Context: an optimization exercise on an open-source flow, tuned for small area, a short achievable clock period and few clock cycles. The choices shown serve that exercise and are no tape-out recipe.
Only simulation tests tie the RTL to the original design; equivalence was not proved.

[flow/design.v]
module hermite_eval (
    input  wire               clk,
    input  wire               rst,         
    input  wire               in_valid,
    output wire               in_ready,
    input  wire [1:0]         in_shape,    
    input  wire [35:0]        in_span,     
    input  wire [35:0]        in_tau,      
    input  wire signed [63:0] in_p0,
    input  wire signed [63:0] in_p1,
    input  wire signed [47:0] in_v0,
    input  wire signed [47:0] in_v1,
    output reg                out_valid,
    output reg  [63:0]        out_pos,
    output reg  [47:0]        out_vel
);
    localparam integer DW = 32;                 
    localparam [33:0]  K_PV = 34'd10240000000;  
    function integer nd(input integer bits);    
        nd = (bits + DW - 1) / DW;
    endfunction
    localparam integer NA = nd(176);            
    localparam integer NB = nd(208);            
    localparam integer NC = nd(144);            
    localparam integer NR = NB;                 
    localparam integer LS = nd(37);             
    localparam integer LD = nd(65);             
    localparam integer LV = nd(48);             
    localparam integer MW = 39;                 
    localparam integer AW = MW + DW + 2;        
    localparam integer RB = 142;                
    localparam integer QB = 98;                 
    localparam integer QP = 66;                 
    localparam integer RQW = RB + QB;
    reg        rdy_r;
    reg [1:0]  shape_r;
    reg [35:0] s_r;       
    reg [35:0] t_r;       
    reg [35:0] u_r;       
    reg [64:0] d_r;       
    reg [63:0] p0_r;
    reg [47:0] v0_r;
    reg [47:0] v1_r;
    assign in_ready = rdy_r;
    reg [NA*DW-1:0] sA;
    reg [NB*DW-1:0] sB;
    reg [NC*DW-1:0] sC;
    wire [LS*DW-1:0] fS  = {{(LS*DW-36){1'b0}}, s_r};
    wire [LD*DW-1:0] fD  = {{(LD*DW-65){d_r[64]}}, d_r};
    wire [LV*DW-1:0] fV0 = {{(LV*DW-47){v0_r[47]}}, v0_r[46:0]};
    wire [LV*DW-1:0] fV1 = {{(LV*DW-47){v1_r[47]}}, v1_r[46:0]};
    localparam [1:0] K_MUL = 2'd0, K_DIVV = 2'd2, K_DIVP = 2'd3;
    localparam [2:0] X_A = 3'd0, X_B = 3'd1, X_C = 3'd2, X_S = 3'd3, X_D = 3'd4,
                     X_V0 = 3'd5, X_V1 = 3'd6;
    localparam [1:0] T_0 = 2'd0, T_A = 2'd1, T_B = 2'd2;
    localparam [1:0] W_A = 2'd0, W_B = 2'd1, W_C = 2'd2;
    localparam [3:0] M_A = 4'd0, M_B = 4'd1, M_S = 4'd2, M_K = 4'd3, M_NA = 4'd4,
                     M_BM2A = 4'd5, M_AM2B = 4'd6, M_6B = 4'd7, M_SP2B = 4'd8,
                     M_ONE = 4'd9, M_NEG1 = 4'd10;
    reg        lin_r;
    reg [4:0]  step;
    reg [1:0]  u_kind;
    reg [2:0]  u_x;
    reg [4:0]  u_xl;       
    reg [1:0]  u_t;
    reg [4:0]  u_tl;       
    reg [3:0]  u_m;
    reg [1:0]  u_w;
    reg [4:0]  u_ol;       
    reg        u_last;
    reg        lin_nx;
    reg [4:0]  step_nx;
    reg [1:0]  n_kind;
    reg [2:0]  n_x;
    reg [4:0]  n_xl;
    reg [1:0]  n_t;
    reg [4:0]  n_tl;
    reg [3:0]  n_m;
    reg [1:0]  n_w;
    reg [4:0]  n_ol;
    reg        n_last;
    task automatic mul(input [2:0] x, input integer xl, input [1:0] t, input integer tl,
                       input [3:0] m, input [1:0] w, input integer ol);
        begin
            n_kind = K_MUL; n_x = x; n_xl = xl; n_t = t; n_tl = tl;
            n_m = m; n_w = w; n_ol = ol;
        end
    endtask
    always @(*) begin
        n_kind = K_MUL; n_x = X_A; n_xl = 5'd1; n_t = T_0; n_tl = 5'd1;
        n_m = M_ONE; n_w = W_A; n_ol = 5'd1; n_last = 1'b0;
        if (!lin_nx) begin
            case (step_nx)
            5'd0:  mul(X_S,  LS,       T_0, 1,        M_S,    W_C, nd(73));    
            5'd1:  mul(X_V0, LV,       T_0, 1,        M_BM2A, W_A, nd(85));    
            5'd2:  mul(X_V1, LV,       T_0, 1,        M_AM2B, W_B, nd(85));    
            5'd3:  mul(X_A,  nd(85),   T_0, 1,        M_B,    W_A, nd(121));   
            5'd4:  mul(X_C,  nd(73),   T_0, 1,        M_S,    W_C, NC);        
            5'd5:  mul(X_B,  nd(85),   T_A, nd(121),  M_A,    W_B, nd(122));   
            5'd6:  mul(X_B,  nd(122),  T_0, 1,        M_S,    W_A, nd(158));   
            5'd7:  mul(X_D,  LD,       T_0, 1,        M_K,    W_B, nd(99));    
            5'd8:  mul(X_B,  nd(99),   T_0, 1,        M_A,    W_B, nd(135));   
            5'd9:  mul(X_B,  nd(135),  T_A, nd(158),  M_6B,   W_A, NA);        
            5'd10: n_kind = K_DIVV;
            5'd11: mul(X_V0, LV,       T_0, 1,        M_B,    W_A, nd(85));    
            5'd12: mul(X_C,  NC,       T_0, 1,        M_K,    W_C, NC);        
            5'd13: mul(X_V1, LV,       T_A, nd(85),   M_NA,   W_A, nd(85));    
            5'd14: mul(X_A,  nd(85),   T_0, 1,        M_B,    W_A, nd(121));
            5'd15: mul(X_A,  nd(121),  T_0, 1,        M_S,    W_A, nd(157));   
            5'd16: mul(X_B,  nd(135),  T_A, nd(157),  M_SP2B, W_B, nd(172));
            5'd17: mul(X_B,  nd(172),  T_0, 1,        M_A,    W_B, NB);        
            default: begin n_kind = K_DIVP; n_last = 1'b1; end
            endcase
        end else begin
            case (step_nx)
            5'd0:  mul(X_S,  LS,       T_0, 1,        M_ONE,  W_C, NC);        
            5'd1:  mul(X_D,  LD,       T_0, 1,        M_A,    W_B, NB);        
            5'd2:  n_kind = K_DIVP;
            5'd3:  mul(X_D,  LD,       T_0, 1,        M_K,    W_A, NA);        
            default: begin n_kind = K_DIVV; n_last = 1'b1; end
            endcase
        end
    end
    localparam [2:0] E_IDLE = 3'd0, E_PREP = 3'd1, E_RUN = 3'd2, E_OUT = 3'd3;
    reg [2:0]  est;
    reg        g1, g2;      
    reg [4:0]  j;           
    reg        xsign, tsign;
    reg            div_busy;
    reg [6:0]      div_cnt;
    reg [RB+1:0]   d3_r;      
    reg [RB-1:0]   d1_r;      
    reg            div_pos;
    reg            div_neg;
    reg            div_last;  
    reg            div_f2;    
    reg            veq;       
    reg [RQW-1:0]  rq;
    reg            c_v;
    reg            c_first;
    reg [1:0]      c_w;
    reg [DW/2:0]   c_bneg, c_bone, c_btwo;    
    reg [DW-1:0]   c_t;
    reg [MW-1:0]   c_ma;      
    reg            c_mn;      
    reg            p_v;
    reg            p_first;
    reg [1:0]      p_w;
    reg [AW-1:0]   p_s, p_c;
    reg [AW-DW-1:0] acc;      
    reg            p_mn;
    reg [NR-1:0]   c_oh, p_oh;    
    wire a_neg   = sA[NA*DW-1];
    wire op_wait = ((u_kind == K_MUL) && (hz_c || hz_p)) ||
                   ((u_kind == K_DIVV || u_kind == K_DIVP) && (c_v || p_v || div_busy));
    wire x_slot = (u_x == X_A) || (u_x == X_B) || (u_x == X_C);
    wire [1:0] t_w = (u_t == T_A) ? W_A : W_B;
    wire hz_c = c_v && |(c_oh & oh) && ((x_slot && c_w == u_x[1:0]) || (u_t != T_0 && c_w == t_w));
    wire hz_p = p_v && |(p_oh & oh) && ((x_slot && p_w == u_x[1:0]) || (u_t != T_0 && p_w == t_w));
    wire run     = (est == E_RUN) && !op_wait;
    wire rd_go   = run && (u_kind == K_MUL);
    wire rd_end  = rd_go && (j == u_ol - 5'd1);
    wire div_go  = run && (u_kind == K_DIVV || u_kind == K_DIVP);
    wire adv     = rd_end || div_go;
    always @(*) begin
        if (est == E_PREP) begin
            lin_nx  = (shape_r == 2'd1);
            step_nx = 5'd0;
        end else begin
            lin_nx  = lin_r;
            step_nx = step + 5'd1;
        end
    end
    reg [NR-1:0] oh;        
    reg          x_in, t_in;
    integer k;
    reg [DW-1:0] rA, rB, rC, rS, rD, rV0, rV1;
    always @(*) begin
        rA = {DW{1'b0}}; rB = {DW{1'b0}}; rC = {DW{1'b0}}; rS = {DW{1'b0}};
        rD = {DW{1'b0}}; rV0 = {DW{1'b0}}; rV1 = {DW{1'b0}};
        for (k = 0; k < NA; k = k + 1) rA = rA | ({DW{oh[k]}} & sA[k*DW +: DW]);
        for (k = 0; k < NB; k = k + 1) rB = rB | ({DW{oh[k]}} & sB[k*DW +: DW]);
        for (k = 0; k < NC; k = k + 1) rC = rC | ({DW{oh[k]}} & sC[k*DW +: DW]);
        for (k = 0; k < LS; k = k + 1) rS = rS | ({DW{oh[k]}} & fS[k*DW +: DW]);
        for (k = 0; k < LD; k = k + 1) rD = rD | ({DW{oh[k]}} & fD[k*DW +: DW]);
        for (k = 0; k < LV; k = k + 1) rV0 = rV0 | ({DW{oh[k]}} & fV0[k*DW +: DW]);
        for (k = 0; k < LV; k = k + 1) rV1 = rV1 | ({DW{oh[k]}} & fV1[k*DW +: DW]);
    end
    reg [DW-1:0] x_raw, t_raw;
    always @(*) begin
        case (u_x)
        X_A:  x_raw = rA;
        X_B:  x_raw = rB;
        X_C:  x_raw = rC;
        X_S:  x_raw = rS;
        X_D:  x_raw = rD;
        X_V0: x_raw = rV0;
        default: x_raw = rV1;
        endcase
        case (u_t)
        T_A:  t_raw = rA;
        T_B:  t_raw = rB;
        default: t_raw = {DW{1'b0}};
        endcase
    end
    wire [DW-1:0] x_dig = x_in ? x_raw : {DW{xsign}};
    wire [DW-1:0] t_dig = t_in ? t_raw : {DW{tsign}};
    wire [MW:0] ma = {{(MW-35){1'b0}}, t_r};
    wire [MW:0] mb = {{(MW-35){1'b0}}, u_r};
    wire [MW:0] ms = {{(MW-35){1'b0}}, s_r};
    localparam integer FSW = 14;
    function [FSW-1:0] fsel(input [3:0] mc, input ga, input gb);
        begin
            case (mc)    
            M_A:    fsel = {8'b00000001, 4'b0000, 1'b0, 1'b0};
            M_B:    fsel = {8'b00000010, 4'b0000, 1'b0, 1'b0};
            M_S:    fsel = {8'b00000100, 4'b0000, 1'b0, 1'b0};
            M_K:    fsel = {8'b00001000, 4'b0000, 1'b0, 1'b0};
            M_NA:   fsel = {8'b00000001, 4'b0000, 1'b0, 1'b1};
            M_BM2A: fsel = ga ? {8'b00010000, 4'b0010, 1'b1, 1'b1}     
                              : {8'b00000010, 4'b0100, 1'b1, 1'b0};    
            M_AM2B: fsel = gb ? {8'b00100000, 4'b0001, 1'b1, 1'b1}     
                              : {8'b00000001, 4'b1000, 1'b1, 1'b0};    
            M_6B:   fsel = {8'b01000000, 4'b1000, 1'b0, 1'b0};         
            M_SP2B: fsel = {8'b00000100, 4'b1000, 1'b0, 1'b0};         
            M_ONE:  fsel = {8'b10000000, 4'b0000, 1'b0, 1'b0};
            default: fsel = {8'b10000000, 4'b0000, 1'b0, 1'b1};        
            endcase
        end
    endfunction
    reg  [FSW-1:0] f_r;
    wire [7:0]     fxs  = f_r[13:6];
    wire [3:0]     fys  = f_r[5:2];
    wire           fsub = f_r[1];
    wire           fneg = f_r[0];
    wire [MW:0] fx = ({(MW+1){fxs[0]}} & ma) | ({(MW+1){fxs[1]}} & mb) |
                     ({(MW+1){fxs[2]}} & ms) | ({(MW+1){fxs[3]}} & {{(MW-33){1'b0}}, K_PV}) |
                     ({(MW+1){fxs[4]}} & (ma << 1)) | ({(MW+1){fxs[5]}} & (mb << 1)) |
                     ({(MW+1){fxs[6]}} & (mb << 2)) | {{MW{1'b0}}, fxs[7]};
    wire [MW:0] fy = ({(MW+1){fys[0]}} & ma) | ({(MW+1){fys[1]}} & mb) |
                     ({(MW+1){fys[2]}} & (ma << 1)) | ({(MW+1){fys[3]}} & (mb << 1));
    wire [MW:0] f_sum;
    hermite_eval_add #(.W(MW+1)) u_fsum (.a(fx), .b(fsub ? ~fy : fy), .ci(fsub), .s(f_sum));
    wire [MW-1:0] m_abs = f_sum[MW-1:0];
    wire          m_neg = fneg;
    wire [DW+2:0] xb = {2'b00, x_dig ^ {DW{m_neg}}, 1'b0};
    reg  [DW/2:0] b_neg, b_one, b_two;
    always @(*) begin
        for (k = 0; k <= DW/2; k = k + 1) begin
            b_neg[k] = xb[2*k+2] & ~(xb[2*k+1] & xb[2*k]);
            b_one[k] = xb[2*k+1] ^ xb[2*k];
            b_two[k] = (xb[2*k+2] & ~xb[2*k+1] & ~xb[2*k]) | (~xb[2*k+2] & xb[2*k+1] & xb[2*k]);
        end
    end
    localparam integer NBD = DW / 2 + 1;
    localparam integer PW  = MW + 1;            
    function [AW-1:0] booth_const(input integer n);
        integer q;
        begin
            booth_const = {AW{1'b0}};
            for (q = 0; q < n; q = q + 1)
                booth_const = booth_const - ({{(AW-1){1'b0}}, 1'b1} << (PW + 2*q));
        end
    endfunction
    localparam [AW-1:0] BCONST = booth_const(NBD);
    localparam integer NCR = (2*NBD <= PW) ? 0 : 1;    
    wire [(NBD+2+NCR)*AW-1:0] pp_rows;
    wire [AW-1:0] negrow;
    genvar gi;
    generate
        for (gi = 0; gi < NBD; gi = gi + 1) begin : g_pp
            wire          neg  = c_bneg[gi];
            wire          one  = c_bone[gi];
            wire          two  = c_btwo[gi];
            wire [PW-1:0] mag  = ({1'b0, c_ma} & {PW{one}}) | ({c_ma, 1'b0} & {PW{two}});
            wire [PW:0]   row  = {~neg, mag ^ {PW{neg}}};
            assign pp_rows[gi*AW +: AW] = {{(AW-PW-1){1'b0}}, row} << (2*gi);
            assign negrow[2*gi] = neg;
            if (2*gi+1 < AW) begin : g_z
                assign negrow[2*gi+1] = 1'b0;
            end
        end
    endgenerate
    generate
        if (NCR == 0) begin : g_cmerge
            assign negrow[AW-1:2*NBD] = BCONST[AW-1:2*NBD];
        end else begin : g_crow
            assign negrow[AW-1:2*NBD] = {(AW-2*NBD){1'b0}};
            assign pp_rows[(NBD+2)*AW +: AW] = BCONST;
        end
    endgenerate
    assign pp_rows[NBD*AW +: AW]     = negrow;
    assign pp_rows[(NBD+1)*AW +: AW] = {{(AW-DW){1'b0}}, c_t};
    wire [AW-1:0] pp_s, pp_c;
    hermite_eval_csa #(.N(NBD + 2 + NCR), .W(AW)) u_csa (.rows(pp_rows), .s(pp_s), .c(pp_c));
    wire [AW-1:0] acc_sh = p_first ? {{(AW-MW){1'b0}}, c_ma & {MW{p_mn}}} :
                                     {{DW{1'b0}}, acc};
    wire [AW-1:0] acc_s3 = acc_sh ^ p_s ^ p_c;
    wire [AW-1:0] acc_c3 = ((acc_sh & p_s) | (acc_sh & p_c) | (p_s & p_c)) << 1;
    wire [DW:0]    acc_lo;
    wire [AW-DW-1:0] acc_hi0, acc_hi1;
    hermite_eval_add #(.W(DW+1)) u_acclo (.a({1'b0, acc_s3[DW-1:0]}), .b({1'b0, acc_c3[DW-1:0]}),
                                          .ci(1'b0), .s(acc_lo));
    hermite_eval_add #(.W(AW-DW)) u_acch0 (.a(acc_s3[AW-1:DW]), .b(acc_c3[AW-1:DW]), .ci(1'b0), .s(acc_hi0));
    hermite_eval_add #(.W(AW-DW)) u_acch1 (.a(acc_s3[AW-1:DW]), .b(acc_c3[AW-1:DW]), .ci(1'b1), .s(acc_hi1));
    wire [AW-DW-1:0] acc_hi = acc_lo[DW] ? acc_hi1 : acc_hi0;
    wire [DW-1:0] wdig   = acc_lo[DW-1:0];
    wire [NR-1:0] woh = p_oh & {NR{p_v}};
    always @(posedge clk) begin
        for (k = 0; k < NA; k = k + 1)
            if (woh[k] && p_w == W_A) sA[k*DW +: DW] <= wdig;
        for (k = 0; k < NB; k = k + 1)
            if (woh[k] && p_w == W_B) sB[k*DW +: DW] <= wdig;
        for (k = 0; k < NC; k = k + 1)
            if (woh[k] && p_w == W_C) sC[k*DW +: DW] <= wdig;
    end
    always @(posedge clk) begin
        c_bneg  <= b_neg;
        c_bone  <= b_one;
        c_btwo  <= b_two;
        c_t     <= t_dig;
        c_ma    <= m_abs;
        c_mn    <= m_neg;
        c_first <= (j == 5'd0);
        c_w     <= u_w;
        c_oh    <= oh;
        p_first <= c_first;
        p_mn    <= c_mn;
        p_w     <= c_w;
        p_oh    <= c_oh;
        p_s     <= pp_s;
        p_c     <= pp_c;
        if (p_v) acc <= acc_hi;
    end
    wire [RB-1:0]  dvc   = sC[RB-1:0];    
    wire [RB-1:0]  dvs   = d1_r;          
    wire [RB+1:0]  dx    = rq[RQW-1:QB-2];
    wire [RB+2:0]  dd1, dd2, dd3;
    hermite_eval_add #(.W(RB+3)) u_dd1 (.a({1'b0, dx}), .b(~{3'b000, dvs}), .ci(1'b1), .s(dd1));
    hermite_eval_add #(.W(RB+3)) u_dd2 (.a({1'b0, dx}), .b(~{2'b00, dvs, 1'b0}), .ci(1'b1), .s(dd2));
    hermite_eval_add #(.W(RB+3)) u_dd3 (.a({1'b0, dx}), .b(~{1'b0, d3_r}), .ci(1'b1), .s(dd3));
    wire [1:0]     dq    = ~dd3[RB+2] ? 2'd3 : ~dd2[RB+2] ? 2'd2 : ~dd1[RB+2] ? 2'd1 : 2'd0;
    wire [RB-1:0]  dr    = ~dd3[RB+2] ? dd3[RB-1:0] : ~dd2[RB+2] ? dd2[RB-1:0] :
                           ~dd1[RB+2] ? dd1[RB-1:0] : dx[RB-1:0];
    wire [RQW-1:0] ld_v   = {{(RQW-NA*DW){1'b0}}, sA ^ {(NA*DW){a_neg}}};
    wire [RQW-1:0] ld_p;
    wire [RB-1:0]  sk_r   = div_go ? ((u_kind == K_DIVV) ? ld_v[RQW-1:QB] : ld_p[RQW-1:QB])
                                   : rq[RQW-9:QB-8];
    wire [RB-1:0]  sk_d   = div_go ? dvc : dvs;
    wire [RB:0]    dsk;
    hermite_eval_add #(.W(RB+1)) u_dsk (.a({1'b0, sk_r}), .b(~{9'd0, sk_d[RB-1:8]}), .ci(1'b1), .s(dsk));
    wire [RB+1:0]  d3_nx;
    hermite_eval_add #(.W(RB+2)) u_d3 (.a({2'b00, dvc}), .b({1'b0, dvc, 1'b0}), .ci(1'b0), .s(d3_nx));
    wire [63:0]    pos_nx;
    hermite_eval_add #(.W(64)) u_pos (.a(out_pos), .b(div_neg ? ~rq[63:0] : rq[63:0]), .ci(1'b0), .s(pos_nx));
    wire [47:0]    vel_nx;
    wire [RB-1:0]  rr     = rq[RQW-1:QB];
    wire [RB-1:0]  re     = rr ^ dvs;
    wire           r_eqd1 = re[0] & ~(rr[RB-1] & re[RB-1]) &
                            (&(re[RB-1:1] ~^ (rr[RB-2:0] & re[RB-2:0])));
    hermite_eval_add #(.W(48)) u_vel (.a(rq[47:0] ^ {48{div_neg}}), .b(48'd0), .ci(div_neg & ~veq), .s(vel_nx));
    reg            dskip;    
    wire [NB*DW-1:0] nb_abs = sB ^ {(NB*DW){sB[NB*DW-1]}};
    assign ld_p = {nb_abs[RQW-(QB-QP)-1:0], {(QB-QP){1'b0}}};
    wire [36:0] s_m_tau;
    hermite_eval_add #(.W(37)) u_smt (.a({1'b0, s_r}), .b(~{1'b0, t_r}), .ci(1'b1), .s(s_m_tau));
    wire [37:0] g1_nx, g2_nx;
    hermite_eval_add #(.W(38)) u_g1 (.a({2'b00, u_r}), .b(~{1'b0, t_r, 1'b0}), .ci(1'b1), .s(g1_nx));
    hermite_eval_add #(.W(38)) u_g2 (.a({2'b00, t_r}), .b(~{1'b0, u_r, 1'b0}), .ci(1'b1), .s(g2_nx));
    wire [64:0] d_nx;
    hermite_eval_add #(.W(65)) u_d (.a(d_r), .b(~{p0_r[63], p0_r}), .ci(1'b1), .s(d_nx));
    wire        tau_gt  = s_m_tau[36];
    wire        imm     = shape_r[1] || (s_r == 36'd0);
    wire div_fin = div_busy && (div_cnt == 7'd0) && (div_pos || div_f2);
    wire imm_out = (est == E_OUT) && !div_busy;
    always @(posedge clk) begin
        if (rst) begin
            est       <= E_IDLE;
            rdy_r     <= 1'b1;
            c_v       <= 1'b0;
            p_v       <= 1'b0;
            div_busy  <= 1'b0;
            out_valid <= 1'b0;
        end else begin
            c_v       <= rd_go;
            p_v       <= c_v;
            out_valid <= imm_out || (div_fin && div_last);
            if (div_go)
                div_busy <= 1'b1;
            else if (div_fin)
                div_busy <= 1'b0;
            case (est)
            E_IDLE: begin
                if (in_valid) begin
                    rdy_r <= 1'b0;
                    est   <= E_PREP;
                end
            end
            E_PREP:  est <= imm ? E_OUT : E_RUN;
            E_RUN: begin
                if (div_go && u_last) begin
                    est   <= E_IDLE;
                    rdy_r <= 1'b1;
                end
            end
            E_OUT: begin
                if (imm_out) begin
                    est   <= E_IDLE;
                    rdy_r <= 1'b1;
                end
            end
            default: est <= E_IDLE;
            endcase
        end
    end
    always @(posedge clk) begin
        if (est == E_PREP || adv) begin
            lin_r  <= lin_nx;
            step   <= step_nx;
            u_kind <= n_kind;
            u_x    <= n_x;
            u_xl   <= n_xl;
            u_t    <= n_t;
            u_tl   <= n_tl;
            u_m    <= n_m;
            u_w    <= n_w;
            u_ol   <= n_ol;
            u_last <= n_last;
        end
        if (est == E_RUN && step == 5'd0) begin
            g1 <= g1_nx[37];
            g2 <= g2_nx[37];
        end
        if (est == E_PREP || adv)
            f_r <= fsel(n_m, g1, g2);
        if (est == E_PREP) begin
            j    <= 5'd0;
            oh   <= {{(NR-1){1'b0}}, 1'b1};
            x_in <= 1'b1;
            t_in <= 1'b1;
            if (!imm) begin
                t_r <= tau_gt ? s_r : t_r;
                u_r <= tau_gt ? 36'd0 : s_m_tau[35:0];
                d_r <= d_nx;
            end
        end
        if (rd_go) begin
            if (j == u_xl - 5'd1) xsign <= x_raw[DW-1];
            if (j == u_tl - 5'd1) tsign <= t_raw[DW-1];
            j    <= rd_end ? 5'd0 : j + 5'd1;
            oh   <= rd_end ? {{(NR-1){1'b0}}, 1'b1} : oh << 1;
            x_in <= rd_end || (j + 5'd1 < u_xl);
            t_in <= rd_end || (j + 5'd1 < u_tl);
        end
        if (imm_out) begin
            out_pos <= shape_r[1] ? p0_r : d_r[63:0];
            out_vel <= shape_r[1] ? 48'd0 : v1_r;
        end
        if (div_go) begin
            d3_r <= d3_nx;
            d1_r <= dvc;
            div_last <= u_last;
            if (u_kind == K_DIVV) begin
                rq      <= ld_v;
                div_cnt <= QB;
                div_pos <= 1'b0;
                div_neg <= a_neg;
            end else begin
                rq      <= ld_p;
                div_cnt <= QP;
                div_pos <= 1'b1;
                div_neg <= sB[NB*DW-1];
                out_pos <= p0_r;
            end
            dskip <= dsk[RB];
            div_f2 <= 1'b0;
        end else if (div_fin) begin
            if (div_pos)
                out_pos <= pos_nx;
            else
                out_vel <= vel_nx;
        end else if (div_busy && div_cnt == 7'd0) begin
            div_f2 <= 1'b1;
            veq    <= r_eqd1;
        end else if (div_busy) begin
            if (dskip) begin
                rq      <= {rq[RQW-9:0], 8'd0};
                div_cnt <= div_cnt - 7'd8;
                dskip   <= dsk[RB] && (div_cnt >= 7'd16);
            end else begin
                rq      <= {dr, rq[QB-3:0], dq};
                div_cnt <= div_cnt - 7'd2;
            end
        end
        if (rdy_r) begin
            shape_r <= in_shape;
            s_r     <= in_span;
            t_r     <= in_tau;
            d_r     <= {in_p1[63], in_p1};
            p0_r    <= in_p0;
            v0_r    <= in_v0;
            v1_r    <= in_v1;
        end
    end
endmodule
module hermite_eval_csa #(
    parameter integer N = 3,
    parameter integer W = 8
) (
    input  wire [N*W-1:0] rows,
    output wire [W-1:0]   s,
    output wire [W-1:0]   c
);
    generate
        if (N == 1) begin : g_one
            assign s = rows;
            assign c = {W{1'b0}};
        end else if (N == 2) begin : g_two
            assign s = rows[W-1:0];
            assign c = rows[2*W-1:W];
        end else begin : g_lvl
            localparam integer G  = N / 3;
            localparam integer R  = N - 3 * G;
            localparam integer N2 = 2 * G + R;
            wire [N2*W-1:0] nxt;
            genvar g;
            for (g = 0; g < G; g = g + 1) begin : g_fa
                wire [W-1:0] a = rows[(3*g)*W +: W];
                wire [W-1:0] b = rows[(3*g+1)*W +: W];
                wire [W-1:0] e = rows[(3*g+2)*W +: W];
                assign nxt[(2*g)*W +: W]   = a ^ b ^ e;
                assign nxt[(2*g+1)*W +: W] = ((a & b) | (a & e) | (b & e)) << 1;
            end
            if (R > 0) begin : g_rest
                assign nxt[(2*G)*W +: R*W] = rows[(3*G)*W +: R*W];
            end
            hermite_eval_csa #(.N(N2), .W(W)) u_next (.rows(nxt), .s(s), .c(c));
        end
    endgenerate
endmodule
module hermite_eval_add #(
    parameter integer W = 8
) (
    input  wire [W-1:0] a,
    input  wire [W-1:0] b,
    input  wire         ci,
    output wire [W-1:0] s
);
    function integer lg2(input integer v);
        integer t;
        begin
            lg2 = 0;
            for (t = 1; t < v; t = t * 2) lg2 = lg2 + 1;
        end
    endfunction
    localparam integer L = (W <= 2) ? 1 : lg2(W);
    wire [W-1:0] p0 = a ^ b;
    wire [W-1:0] gl [0:L];
    wire [W-1:0] pl [0:L];
    assign gl[0] = (a & b) | {{(W-1){1'b0}}, p0[0] & ci};
    assign pl[0] = p0;
    genvar l, i;
    generate
        for (l = 0; l < L; l = l + 1) begin : g_lvl
            for (i = 0; i < W; i = i + 1) begin : g_bit
                if ((i >> l) & 1) begin : g_op
                    localparam integer J = ((i >> l) << l) - 1;
                    assign gl[l+1][i] = gl[l][i] | (pl[l][i] & gl[l][J]);
                    assign pl[l+1][i] = pl[l][i] & pl[l][J];
                end else begin : g_pass
                    assign gl[l+1][i] = gl[l][i];
                    assign pl[l+1][i] = pl[l][i];
                end
            end
        end
    endgenerate
    assign s = p0 ^ {gl[L][W-2:0], ci};
endmodule
[flow/flow/run.sh]
#!/bin/bash
set -o pipefail
export SETUP_SLACK_MARGIN=7
bash standard.sh > standard.log 2>&1
[flow/standard.sh]
#!/bin/bash
# synth_recipe.tcl (not shown) runs the flow's synth.tcl, then flattens the netlist and writes it again
# the make line also repeats each setting of config.mk as NAME=value (left out here)
make -C /OpenROAD-flow-scripts/flow DESIGN_CONFIG=/design/flow/config.mk WORK_HOME=/design/flow/orfs CLKGATE_MAP_FILE= SYNTH_SCRIPT=/design/flow/synth_recipe.tcl "${@:-finish}"
[flow/config.mk]
export PLATFORM = sky130hd
export DESIGN_NAME = hermite_eval
export DESIGN_NICKNAME = hermite_eval
export VERILOG_FILES = /design/flow/design.v
export SDC_FILE = /design/flow/constraint.sdc
export NUM_CORES = 4
export LEC_CHECK = 0
export ABC_CLOCK_PERIOD_IN_PS = 3000
export CAP_MARGIN = 20
export CELL_PAD_IN_SITES_DETAIL_PLACEMENT = 1
export CELL_PAD_IN_SITES_GLOBAL_PLACEMENT = 2
export CORE_MARGIN = 2
export CORE_UTILIZATION = 35
export PLACE_DENSITY = 0.45
export SLEW_MARGIN = 20
[flow/constraint.sdc]
create_clock -name core_clock -period 12.0 [get_ports {clk}]
set_input_delay 2.4000 -clock core_clock [delete_from_list [all_inputs] [get_ports {clk}]]
set_output_delay 2.4000 -clock core_clock [all_outputs]
set_load 0.01 [all_outputs]
==> results of run 1 <==
## sequential cells by signal, indices dropped and copies added, names as in the netlist, 64 cells and up
register	count
sB	224
sC	160
d_r	65
rq	240
d1_r	142
p_s	73
p_c	71
p0_r	64
sA	192
out_pos	64
d3_r	143
## placed cells by master (no fill, tap or decap), drive strengths merged, types with 89 or more instances in the layout
cell / n
a211oi: 136
a21o: 352
a21oi: 1066
a221oi: 128
a22oi: 932
a31oi: 107
and2: 112
and3: 146
buf: 678
clkbuf: 395
clkdlybuf4s50: 414
clkinv: 89
dfxtp: 540
edfxtp: 1408
fa: 701
ha: 1479
inv: 1600
mux2i: 315
nand2: 963
nand2b: 97
nand3: 242
nand4: 175
nor2: 926
nor2b: 150
nor3: 230
o211ai: 195
o21a: 139
o21ai: 808
o31ai: 103
xnor2: 1260
xor2: 654
## routing by layer
layer  part of all wire (%)  routed length, um  global-route usage, %  vias to the layer above
li1                       -                  -                      -                    61100
met1                     43             378000                   49.8                    72800
met2                     42             377000                   55.1                     6588
met3                    8.5              75400                   7.36                     1567
met4                    6.6              58800                   19.9                       42
met5                  0.031                278                 0.0928                        -
## worst reg2reg max path, stage by stage (launching register included)
cell                        delay, ns
sky130_fd_sc_hd__edfxtp_1        0.39
sky130_fd_sc_hd__buf_4           0.16
sky130_fd_sc_hd__buf_4           0.13
sky130_fd_sc_hd__ha_1            0.71
sky130_fd_sc_hd__o21ai_0         0.43
sky130_fd_sc_hd__a221oi_1        1.02
sky130_fd_sc_hd__o2111ai_1       0.32
sky130_fd_sc_hd__nor4_1          0.38
sky130_fd_sc_hd__nand4_1         0.26
sky130_fd_sc_hd__nor4_4          1.04
## per-stage QoR
step	setup WS, ns	hold WS (ns)	util, %	area, sq um
finish	6.75	0.347	41.3	190000
global route	6.80	0.349	41.3	190000
floorplan	6.52	0.310	-	161000
global placement	4.42	0.331	37.7	173000
detailed placement	4.33	0.333	37.7	173000
CTS	6.90	0.346	40.8	188000
## synthesized netlist by cell type (38+ instances only)
| library cell | instances | area (sq um) |
|---|---|---|
| sky130_fd_sc_hd__dfxtp_1 | 540 | 10800 |
| sky130_fd_sc_hd__a22oi_1 | 932 | 7000 |
| sky130_fd_sc_hd__a22o_1 | 40 | 350 |
| sky130_fd_sc_hd__a222oi_1 | 77 | 771 |
| sky130_fd_sc_hd__clkbuf_1 | 717 | 2690 |
| sky130_fd_sc_hd__fa_1 | 701 | 14000 |
| sky130_fd_sc_hd__o31ai_1 | 100 | 751 |
| sky130_fd_sc_hd__o21bai_1 | 69 | 518 |
| sky130_fd_sc_hd__nand2b_1 | 96 | 601 |
| sky130_fd_sc_hd__nor2b_1 | 149 | 932 |
| sky130_fd_sc_hd__a21boi_0 | 40 | 300 |
| sky130_fd_sc_hd__o211ai_1 | 194 | 1460 |
| sky130_fd_sc_hd__a31oi_1 | 107 | 669 |
| sky130_fd_sc_hd__o21a_1 | 139 | 1040 |
| sky130_fd_sc_hd__nand4_1 | 172 | 1080 |
| sky130_fd_sc_hd__mux2i_1 | 315 | 3150 |
| sky130_fd_sc_hd__a21o_1 | 349 | 2620 |
| sky130_fd_sc_hd__a21oi_1 | 1064 | 5330 |
| sky130_fd_sc_hd__a211oi_1 | 134 | 1010 |
| sky130_fd_sc_hd__o21ai_0 | 801 | 4010 |
| sky130_fd_sc_hd__xnor2_1 | 1260 | 11000 |
| sky130_fd_sc_hd__or3_1 | 77 | 482 |
| sky130_fd_sc_hd__nand3_1 | 242 | 1210 |
| sky130_fd_sc_hd__ha_1 | 1479 | 18500 |
| sky130_fd_sc_hd__and2_1 | 112 | 701 |
| sky130_fd_sc_hd__nand2_1 | 959 | 3600 |
| sky130_fd_sc_hd__and3_1 | 144 | 901 |
| sky130_fd_sc_hd__nor3_1 | 229 | 1150 |
| sky130_fd_sc_hd__nor2_1 | 925 | 3470 |
| sky130_fd_sc_hd__buf_2 | 59 | 295 |
| sky130_fd_sc_hd__inv_1 | 1583 | 5940 |
| sky130_fd_sc_hd__buf_1 | 185 | 694 |
| sky130_fd_sc_hd__o22ai_1 | 59 | 369 |
| sky130_fd_sc_hd__edfxtp_1 | 1408 | 42300 |
| sky130_fd_sc_hd__mux2_2 | 38 | 428 |
| sky130_fd_sc_hd__a221oi_1 | 125 | 1090 |
| sky130_fd_sc_hd__xor2_1 | 654 | 5730 |
| sky130_fd_sc_hd__nor4_1 | 46 | 288 |
## timing repair
| item | CTS | global route |
|---|---|---|
| setup endpoints to repair | 934 | 302 |
| buffers inserted | 162 | 80 |
| pin swaps | 64 | 57 |
| gates resized for setup | 529 | 296 |
| cloned | 39 | 15 |
## final cells by class
cell class | instances | area (sq um)
Clock buffer | 378 | 7750
Clock inverter | 118 | 1440
Tap cell | 6149 | 7690
Multi-Input combinational cell | 12300 | 101000
Fill cell | 50800 | 270000
Timing Repair Buffer | 1136 | 12700
Antenna cell | 41 | 103
Sequential cell | 1948 | 53200
Timing Repair inverter | 3 | 26.3
Inverter | 1593 | 6040
## worst max-delay path by stage
stage / start / end / cells after the start
3_5_place_dp: d1_r[0] / rq[235] / 18
3_3_place_gp: d1_r[0] / rq[235] / 18
6_report: rq[102] / veq / 9
5_1_grt: p_first / acc[32] / 20
4_1_cts: p_first / acc[32] / 20
2_1_floorplan: p_v / div_cnt[3] / 8
## cells by family after synthesis
kind of cell               share of synthesized area, %
and+or+nand+nor                                    9.58
muxes                                              2.22
xor gates and xnor gates                           10.4
buffers and inverters                              6.05
AOI/OAI and AO/OA                                  18.7
adders and majority gates                          20.2
DFF                                                32.9
==> Implementation_results.wiki, run 1 <==
{| class="wikitable"
! Metric !! Value
|-
| Run status || timing/DRC/antenna clean
|-
| Number of synthesized flops with an enable pin || 1408
|-
| DR iter-0 viols || 15400
|-
| Pin count of the biggest net entering global routing || 142
|-
| Worst path most repeated cell || sky130_fd_sc_hd__buf_4
|-
| Vias per std cell || 6.01
|-
| Number of antenna violations at the first check in global routing || 97
|-
| Clock tree from TritonCTS || built
|-
| Number of clock sinks || 1948
|-
| CP startpoint kind || flop
|-
| Clock H-tree levels || 5
|-
| Max-cap violation count || 0
|-
| Die boundary width || 683 um
|-
| Number of warning messages in the yosys log || 12
|-
| Die ar. || 466000 sq um
|-
| Number of standard cells in the final layout excluding fillers || 23600
|-
| Critical Path Sink Type || flop
|-
| Final Slew Violations || 0
|-
| Vias || 142000
|-
| TritonCTS buffer count || 273
|-
| Number of cells on the worst reg-to-reg path || 9
|-
| Share of the clock period used by the worst path after layout || 43.8%
|-
| Kind of cell adding the most delay to the critical path || compound AO/OA/AOI/OAI gates
|-
| First-pass GRT wire length || 1200000 um
|-
| Depth of the worst hold-timing path || 0
|-
| Die Span Y || 683 um
|-
| Average cell area after synthesis || 9.62 sq um
|-
| Upper clock frequency limit || 190 MHz
|-
| Average wire length per cell after detail routing || 37.6 um
|-
| FF-to-FF End || veq
|-
| Crit path time final || 5.25 ns
|-
| Clock edge transition at the registers on the reported setup and hold paths || 0.07 ns
|-
| Initial standard-cell utilization of the core || 35.1%
|-
| Detailed placer's ending HPWL || 654000 um
|-
| CP required || 12.59 ns
|-
| Post-Route Skew || 0.0674 ns
|-
| CP Buf/Inv Count || 2
|-
| Kind of critical path || flop to flop
|-
| Setup-violating endpoint count in the final report || 0
|-
| Number of buffers inserted by port buffering || 414
|-
| Number of hold violations in the final report || 0
|-
| Cell-by-cell trace of the critical path || buf_4 -> buf_4 -> ha_1 -> o21ai_0 -> a221oi_1 -> o2111ai_1 -> nor4_1 -> nand4_1 -> nor4_4
|-
| Total iterations of the first detailed-routing run || 8
|-
| Clock Root Buffer || sky130_fd_sc_hd__clkbuf_16
|-
| FFs w/ async S/R, synth || 0%
|-
| Highest fanout seen on the critical path || 3
|-
| Core Rows || 249
|-
| Via count of the first global-routing pass || 141000
|-
| Max-slew headroom at the worst pin || 10.9%
|-
| Count of different cell masters after synthesis || 107
|-
| Worst-Margin Slew || 1.33 ns
|-
| I/O Pins || 415
|-
| Largest stage delay on the critical path || 1.04 ns
|-
| Arr. time, crit path || 5.84 ns
|-
| Combined area of all synthesized cells || 161000 sq um
|-
| Crit Reg-Reg Startpoint || rq[102]
|-
| DR DRC count || 0
|-
| Routability congestion estimate || 0.988
|-
| Post-Synthesis Net Count || 19300
|-
| Origin of the worst min-delay path || u_w[0]
|-
| Placed instance count || 22800
|-
| Routed WL || 889000 um
|-
| Sequential-to-total area share from yosys stat || 32.9%
|-
| Classification of the worst-slack hold path || flop to flop
|-
| Hold Buf Count CTS || 0
|-
| TNS Setup || 0 ns
|-
| Global router's overall resource usage || 36.8%
|-
| Number of buffers on the longest clock path || 4
|-
| Relative area change from synthesis to final layout || 17.8%
|-
| ANT nets after route || 0
|-
| Final nets || 19700
|-
| Remaining global-route overflow || 0
|-
| Core Footprint || 460000 sq um
|-
| Flip-flop cell with the highest count after synthesis || sky130_fd_sc_hd__edfxtp_1
|-
| Standard cell with the maximum stage delay on the critical path || sky130_fd_sc_hd__nor4_4
|-
| End point of the most critical hold path || c_w[0]
|-
| Post-synthesis register bit count || 1948
|-
| Setup slack of the most critical reg-to-reg path || 6.75 ns
|-
| Clock Latency Late Sink || 1.00 ns
|-
| Unrepaired setup endpoints after global routing || true
|-
| Fraction of final layout cells with drive strength greater than 1 || 9.72%
|-
| Syn Inst Count || 16800
|}
Testbench counts, summed over its fixed seeds: cycles 57,268.
==> run 2: changes to the inputs <==
--- a/flow/design.v
+++ b/flow/design.v
@@ -14,7 +14,7 @@
     output reg  [63:0]        out_pos,
     output reg  [47:0]        out_vel
 );
-    localparam integer DW = 32;                 
+    localparam integer DW = 48;                 
     localparam [33:0]  K_PV = 34'd10240000000;  
     function integer nd(input integer bits);    
         nd = (bits + DW - 1) / DW;
@@ -342,13 +342,17 @@
     wire [1:0]     dq    = ~dd3[RB+2] ? 2'd3 : ~dd2[RB+2] ? 2'd2 : ~dd1[RB+2] ? 2'd1 : 2'd0;
     wire [RB-1:0]  dr    = ~dd3[RB+2] ? dd3[RB-1:0] : ~dd2[RB+2] ? dd2[RB-1:0] :
                            ~dd1[RB+2] ? dd1[RB-1:0] : dx[RB-1:0];
+    reg            dskip;    
+    reg            dskip32;  
     wire [RQW-1:0] ld_v   = {{(RQW-NA*DW){1'b0}}, sA ^ {(NA*DW){a_neg}}};
     wire [RQW-1:0] ld_p;
-    wire [RB-1:0]  sk_r   = div_go ? ((u_kind == K_DIVV) ? ld_v[RQW-1:QB] : ld_p[RQW-1:QB])
-                                   : rq[RQW-9:QB-8];
+    wire [RB-1:0]  ld_r   = (u_kind == K_DIVV) ? ld_v[RQW-1:QB] : ld_p[RQW-1:QB];
+    wire [RB-1:0]  sk_r8  = div_go ? ld_r : dskip32 ? rq[RQW-33:QB-32] : rq[RQW-9:QB-8];
+    wire [RB-1:0]  sk_r32 = div_go ? ld_r : rq[RQW-33:QB-32];
     wire [RB-1:0]  sk_d   = div_go ? dvc : dvs;
-    wire [RB:0]    dsk;
-    hermite_eval_add #(.W(RB+1)) u_dsk (.a({1'b0, sk_r}), .b(~{9'd0, sk_d[RB-1:8]}), .ci(1'b1), .s(dsk));
+    wire [RB:0]    dsk, dsk32;
+    hermite_eval_add #(.W(RB+1)) u_dsk (.a({1'b0, sk_r8}), .b(~{9'd0, sk_d[RB-1:8]}), .ci(1'b1), .s(dsk));
+    hermite_eval_add #(.W(RB+1)) u_dsk32 (.a({1'b0, sk_r32}), .b(~{33'd0, sk_d[RB-1:32]}), .ci(1'b1), .s(dsk32));
     wire [RB+1:0]  d3_nx;
     hermite_eval_add #(.W(RB+2)) u_d3 (.a({2'b00, dvc}), .b({1'b0, dvc, 1'b0}), .ci(1'b0), .s(d3_nx));
     wire [63:0]    pos_nx;
@@ -359,7 +363,6 @@
     wire           r_eqd1 = re[0] & ~(rr[RB-1] & re[RB-1]) &
                             (&(re[RB-1:1] ~^ (rr[RB-2:0] & re[RB-2:0])));
     hermite_eval_add #(.W(48)) u_vel (.a(rq[47:0] ^ {48{div_neg}}), .b(48'd0), .ci(div_neg & ~veq), .s(vel_nx));
-    reg            dskip;    
     wire [NB*DW-1:0] nb_abs = sB ^ {(NB*DW){sB[NB*DW-1]}};
     assign ld_p = {nb_abs[RQW-(QB-QP)-1:0], {(QB-QP){1'b0}}};
     wire [36:0] s_m_tau;
@@ -472,7 +475,8 @@
                 div_neg <= sB[NB*DW-1];
                 out_pos <= p0_r;
             end
-            dskip <= dsk[RB];
+            dskip32 <= dsk32[RB];
+            dskip   <= dsk[RB] && !dsk32[RB];
             div_f2 <= 1'b0;
         end else if (div_fin) begin
             if (div_pos)
@@ -483,7 +487,12 @@
             div_f2 <= 1'b1;
             veq    <= r_eqd1;
         end else if (div_busy) begin
-            if (dskip) begin
+            if (dskip32) begin
+                rq      <= {rq[RQW-33:0], 32'd0};
+                div_cnt <= div_cnt - 7'd32;
+                dskip32 <= dsk32[RB] && (div_cnt >= 7'd64);
+                dskip   <= !(dsk32[RB] && (div_cnt >= 7'd64)) && dsk[RB] && (div_cnt >= 7'd40);
+            end else if (dskip) begin
                 rq      <= {rq[RQW-9:0], 8'd0};
                 div_cnt <= div_cnt - 7'd8;
                 dskip   <= dsk[RB] && (div_cnt >= 7'd16);
--- a/flow/config.mk
+++ b/flow/config.mk
@@ -10,6 +10,6 @@
 export CELL_PAD_IN_SITES_DETAIL_PLACEMENT = 1
 export CELL_PAD_IN_SITES_GLOBAL_PLACEMENT = 2
 export CORE_MARGIN = 2
-export CORE_UTILIZATION = 35
-export PLACE_DENSITY = 0.45
+export CORE_UTILIZATION = 28
+export PLACE_DENSITY = 0.38
 export SLEW_MARGIN = 20
==> run 2 against run 1 <==
Against the previous run:
- die area rose by 44%
- clock-buffer cell count up 10
- utilization shrank 5.0 points
- highest routed layer unchanged
==> Implementation_results.wiki, run 2 <==
{| class="wikitable"
! Metric !! Value
|-
| Routability congestion estimate || 0.945 (-4.4%)
|-
| Clock Root Buffer || sky130_fd_sc_hd__clkbuf_16
|-
| Worst-Margin Slew || 1.39 ns (+0.0608 ns)
|-
| Area fraction of the dominant cell type after synthesis || 22.7% (-3.5 points)
|-
| Post-synthesis register bit count || 2015 (+3.4%)
|-
| Placed instance count || 28500 (+25%)
|-
| Number of clock sinks || 2015 (+3.4%)
|-
| Unrepaired setup endpoints after global routing || true
|-
| Largest family of logic cells by synthesized area || adder cells
|-
| Global router's overall resource usage || 37.7% (+0.89 points)
|-
| Vias per std cell || 5.74 (-4.5%)
|-
| Via count of the first global-routing pass || 173000 (+23%)
|-
| Post-synthesis cell type with the largest combined area || sky130_fd_sc_hd__edfxtp_1
|-
| Hold Buf Count CTS || 0 (unchanged)
|-
| Most common cell after layout, fill and taps aside || sky130_fd_sc_hd__inv_1
|-
| Arr. time, crit path || 6.08 ns (+0.24 ns)
|-
| Largest registers ranked by flip-flop count || rq x240, sB x240, sA x192
|-
| Max-cap violation count || 0 (unchanged)
|-
| Crit path time final || 5.32 ns (+0.0694 ns)
|-
| Share of synthesized area spent on multiplexers || 1.63% (-0.59 points)
|-
| Number of standard cells in the final layout excluding fillers || 30300 (+28%)
|-
| Average cell area after synthesis || 9.40 sq um (-2.2%)
|-
| Compound-cell area share of the yosys netlist || 19.4% (+0.72 points)
|-
| Count of different cell masters after synthesis || 99 (-7.5%)
|-
| Number of buffers inserted by port buffering || 414 (unchanged)
|-
| Max-slew headroom at the worst pin || 7.01% (-3.9 points)
|-
| Relative area change from synthesis to final layout || 29.4%
|-
| Routed WL || 1330000 um (+49%)
|-
| Simple-gate share of the synthesized area || 9.07% (-0.51 points)
|-
| I/O Pins || 415 (unchanged)
|-
| Core Rows || 299 (+20%)
|-
| Combined area of all synthesized cells || 186000 sq um (+15%)
|-
| Setup-violating endpoint count in the final report || 0 (unchanged)
|-
| Die boundary width || 819 um (+20%)
|-
| Area of all placed cells without fillers || 241000 sq um (+27%)
|-
| Finished Core Util || 36.3% (-5.0 points)
|-
| Number of warning messages in the yosys log || 12 (unchanged)
|-
| Pin count of the biggest net entering global routing || 171 (+20%)
|-
| Average wire length per cell after detail routing || 43.8 um (+16%)
|-
| ANT nets after route || 0 (unchanged)
|-
| Highest fanout seen on the critical path || 9 (+6)
|-
| Syn Inst Count || 19800 (+18%)
|-
| Vias || 174000 (+23%)
|-
| Total iterations of the first detailed-routing run || 9 (+1)
|-
| FFs w/ async S/R, synth || 0% (unchanged)
|-
| Sequential-to-total area share from yosys stat || 29.3% (-3.6 points)
|-
| DR DRC count || 0 (unchanged)
|-
| Die ar. || 671000 sq um (+44%)
|-
| First-pass GRT wire length || 1700000 um (+42%)
|-
| Area share of fa/ha/maj cells after synthesis || 23.1% (+2.9 points)
|-
| Final Slew Violations || 0 (unchanged)
|-
| DR iter-0 viols || 18100 (+18%)
|-
| Die Span Y || 819 um (+20%)
|-
| Area share of xor/xnor cells in the synthesized design || 10.9% (+0.46 points)
|-
| Main area contributors after synthesis || sky130_fd_sc_hd__edfxtp_1, sky130_fd_sc_hd__ha_1, sky130_fd_sc_hd__fa_1
|-
| Instance area at placement || 203000 sq um (+17%)
|-
| TNS Setup || 0 ns (unchanged)
|-
| Classification of the worst-slack hold path || flop to flop
|-
| Critical Path Sink Type || flop
|-
| Leading cell types in the layout, fill and taps excluded || sky130_fd_sc_hd__inv_1, sky130_fd_sc_hd__ha_1, sky130_fd_sc_hd__xnor2_1, sky130_fd_sc_hd__edfxtp_1, sky130_fd_sc_hd__a21oi_1
|-
| Kind of critical path || flop to flop
|-
| Post-Route Skew || 0.107 ns (+0.0397 ns)
|-
| Clock tree from TritonCTS || built
|-
| Initial standard-cell utilization of the core || 28.1% (-7.0 points)
|-
| CP startpoint kind || flop
|-
| Commonest cells post-synth || sky130_fd_sc_hd__inv_1, sky130_fd_sc_hd__ha_1, sky130_fd_sc_hd__xnor2_1, sky130_fd_sc_hd__a21oi_1, sky130_fd_sc_hd__edfxtp_1
|-
| CP required || 12.76 ns (+0.17 ns)
|-
| Clock edge transition at the registers on the reported setup and hold paths || 0.07 ns (about the same)
|-
| Number of hold violations in the final report || 0 (unchanged)
|-
| Final nets || 24300 (+23%)
|-
| Flip-flop cell with the highest count after synthesis || sky130_fd_sc_hd__edfxtp_1
|-
| Top-count cell post-synth || sky130_fd_sc_hd__inv_1
|-
| TritonCTS buffer count || 289 (+5.9%)
|-
| Clock Latency Late Sink || 1.06 ns (+0.06 ns)
|-
| Core Footprint || 663000 sq um (+44%)
|-
| Number of synthesized flops with an enable pin || 1407 (-0.071%)
|-
| Fraction of final layout cells with drive strength greater than 1 || 19.0% (+9.3 points)
|-
| Number of buffers on the longest clock path || 4 (unchanged)
|-
| Share of the clock period used by the worst path after layout || 44.3% (+0.58 points)
|-
| Remaining global-route overflow || 0 (unchanged)
|-
| Run status || timing/DRC/antenna clean
|-
| Number of antenna violations at the first check in global routing || 158 (+63%)
|-
| Clock H-tree levels || 5 (unchanged)
|-
| Upper clock frequency limit || 188 MHz (-1.3%)
|-
| Post-Synthesis Net Count || 22900 (+19%)
|-
| Detailed placer's ending HPWL || 926000 um (+42%)
|}
run 2: cell types whose count changed after synthesis, moves of 276 or more:
cell                      delta
sky130_fd_sc_hd__fa_1      +322
sky130_fd_sc_hd__ha_1      +314
sky130_fd_sc_hd__a21oi_1   +360
sky130_fd_sc_hd__nor2_1    +276
sky130_fd_sc_hd__inv_1     +453
sky130_fd_sc_hd__xnor2_1   +300
run 2: path summary, 6_finish.rpt:
check / startpoint / end / slack, ns / depth (start not counted)
min: c_mn / p_mn / 0.32 / 0
min reg2reg: c_mn / p_mn / 0.32 / 0
max reg2reg: d1_r[0] / rq[121] / 6.68 / 22
max: d1_r[0] / rq[121] / 6.68 / 22
run 2: area by class of cell:
type / count / area, sq um
diodes: 77 / 193
clock buffers: 388 / 7930
clock inverters: 137 / 1620
fillers: 73300 / 422000
inverters: 2053 / 7970
multi-input cells: 14500 / 128000
flip-flops and latches: 2015 / 54700
well taps: 8879 / 11100
repair buffers: 2285 / 29300
repair inverters: 8 / 108
run 2: timing repair:
action | 4_1_cts | 5_1_grt
setup buffers | 690 | 342
setup endpoints to repair | 1083 | 474
pin swaps | 549 | 745
gates resized for setup | 1721 | 1079
gates cloned | 158 | 49
run 2: routing by layer:
metal | up-vias | routed length, um | global-route usage, %
met5 | - | 459 | 0
met3 | 2375 | 93200 | 6.54
met2 | 7646 | 584000 | 59.1
met4 | 64 | 113000 | 24.6
li1 | 73000 | - | -
met1 | 90900 | 538000 | 47.7
run 2: through the flow:
step	hold WS, ns	setup WS [ns]
5_1_grt	0.345	6.58
2_1_floorplan	0.310	6.16
3_3_place_gp	0.314	4.35
4_1_cts	0.326	6.74
3_5_place_dp	0.313	4.26
6_report	0.325	6.68
run 2: worst max-delay path: stages (launching register included):
cell and delay, ns:
sky130_fd_sc_hd__edfxtp_1 0.43, sky130_fd_sc_hd__ha_4 0.20, sky130_fd_sc_hd__fa_2 0.37, sky130_fd_sc_hd__nand2b_4 0.16, sky130_fd_sc_hd__a21o_1 0.21, sky130_fd_sc_hd__a21oi_4 0.20, sky130_fd_sc_hd__a41oi_4 0.22, sky130_fd_sc_hd__o21ai_4 0.25
sky130_fd_sc_hd__a22oi_2 0.11, sky130_fd_sc_hd__buf_12 0.16, sky130_fd_sc_hd__a211oi_4 0.27, sky130_fd_sc_hd__buf_12 0.18, sky130_fd_sc_hd__o2111ai_4 0.17, sky130_fd_sc_hd__a2111oi_4 0.37, sky130_fd_sc_hd__buf_4 0.18, sky130_fd_sc_hd__o21a_4 0.19
sky130_fd_sc_hd__buf_12 0.21, sky130_fd_sc_hd__buf_16 0.19, sky130_fd_sc_hd__buf_12 0.15, sky130_fd_sc_hd__mux2_4 0.29, sky130_fd_sc_hd__o211ai_1 0.17, sky130_fd_sc_hd__a221o_1 0.17, sky130_fd_sc_hd__a21oi_1 0.06
run 2: cell families (layout without fill, tap and decap cells):
| group | count (synthesis) | in the layout |
|---|---|---|
| AOI/OAI and AO/OA | 5412 | 5415 |
| xor gates and xnor gates | 2305 | 2305 |
| adders and majority gates | 2816 | 2816 |
| buffers and inverters | 3293 | 4871 |
| DFF | 2015 | 2015 |
| muxes | 298 | 298 |
| other | 0 | 77 |
| and+or+nand+nor | 3646 | 3651 |
Testbench counts of run 2, summed over its fixed seeds: cycles 44,872.

what the ideal ports hide:
How much do the figures lean on ideal ports? The routed layouts below were timed once more, with nothing changed but the port constraints.
Step 1 sets driving cells, clkbuf_16 on the clock port and buf_2 on the other inputs (assumed; they add their load-dependent delay and slew).
Step 2, shift: input delay + t, output delay - t, t = (earliest + latest rising clock arrival at the registers) / 2. This alone moves slack from input paths to output paths.
Three values: no drivers, after step 1, after step 2; two values: the first two.
run	t (ns)	setup WS [ns]	worst hold slack (ns)	worst setup path at the end
run 1	1.112	6.748 / 6.748 / 6.748	0.347 / 0.347 / 0.347	register to register
run 2	1.138	6.679 / 6.679 / 6.679	0.325 / 0.325 / 0.325	register to register
After both steps setup and hold are still met in every run listed.
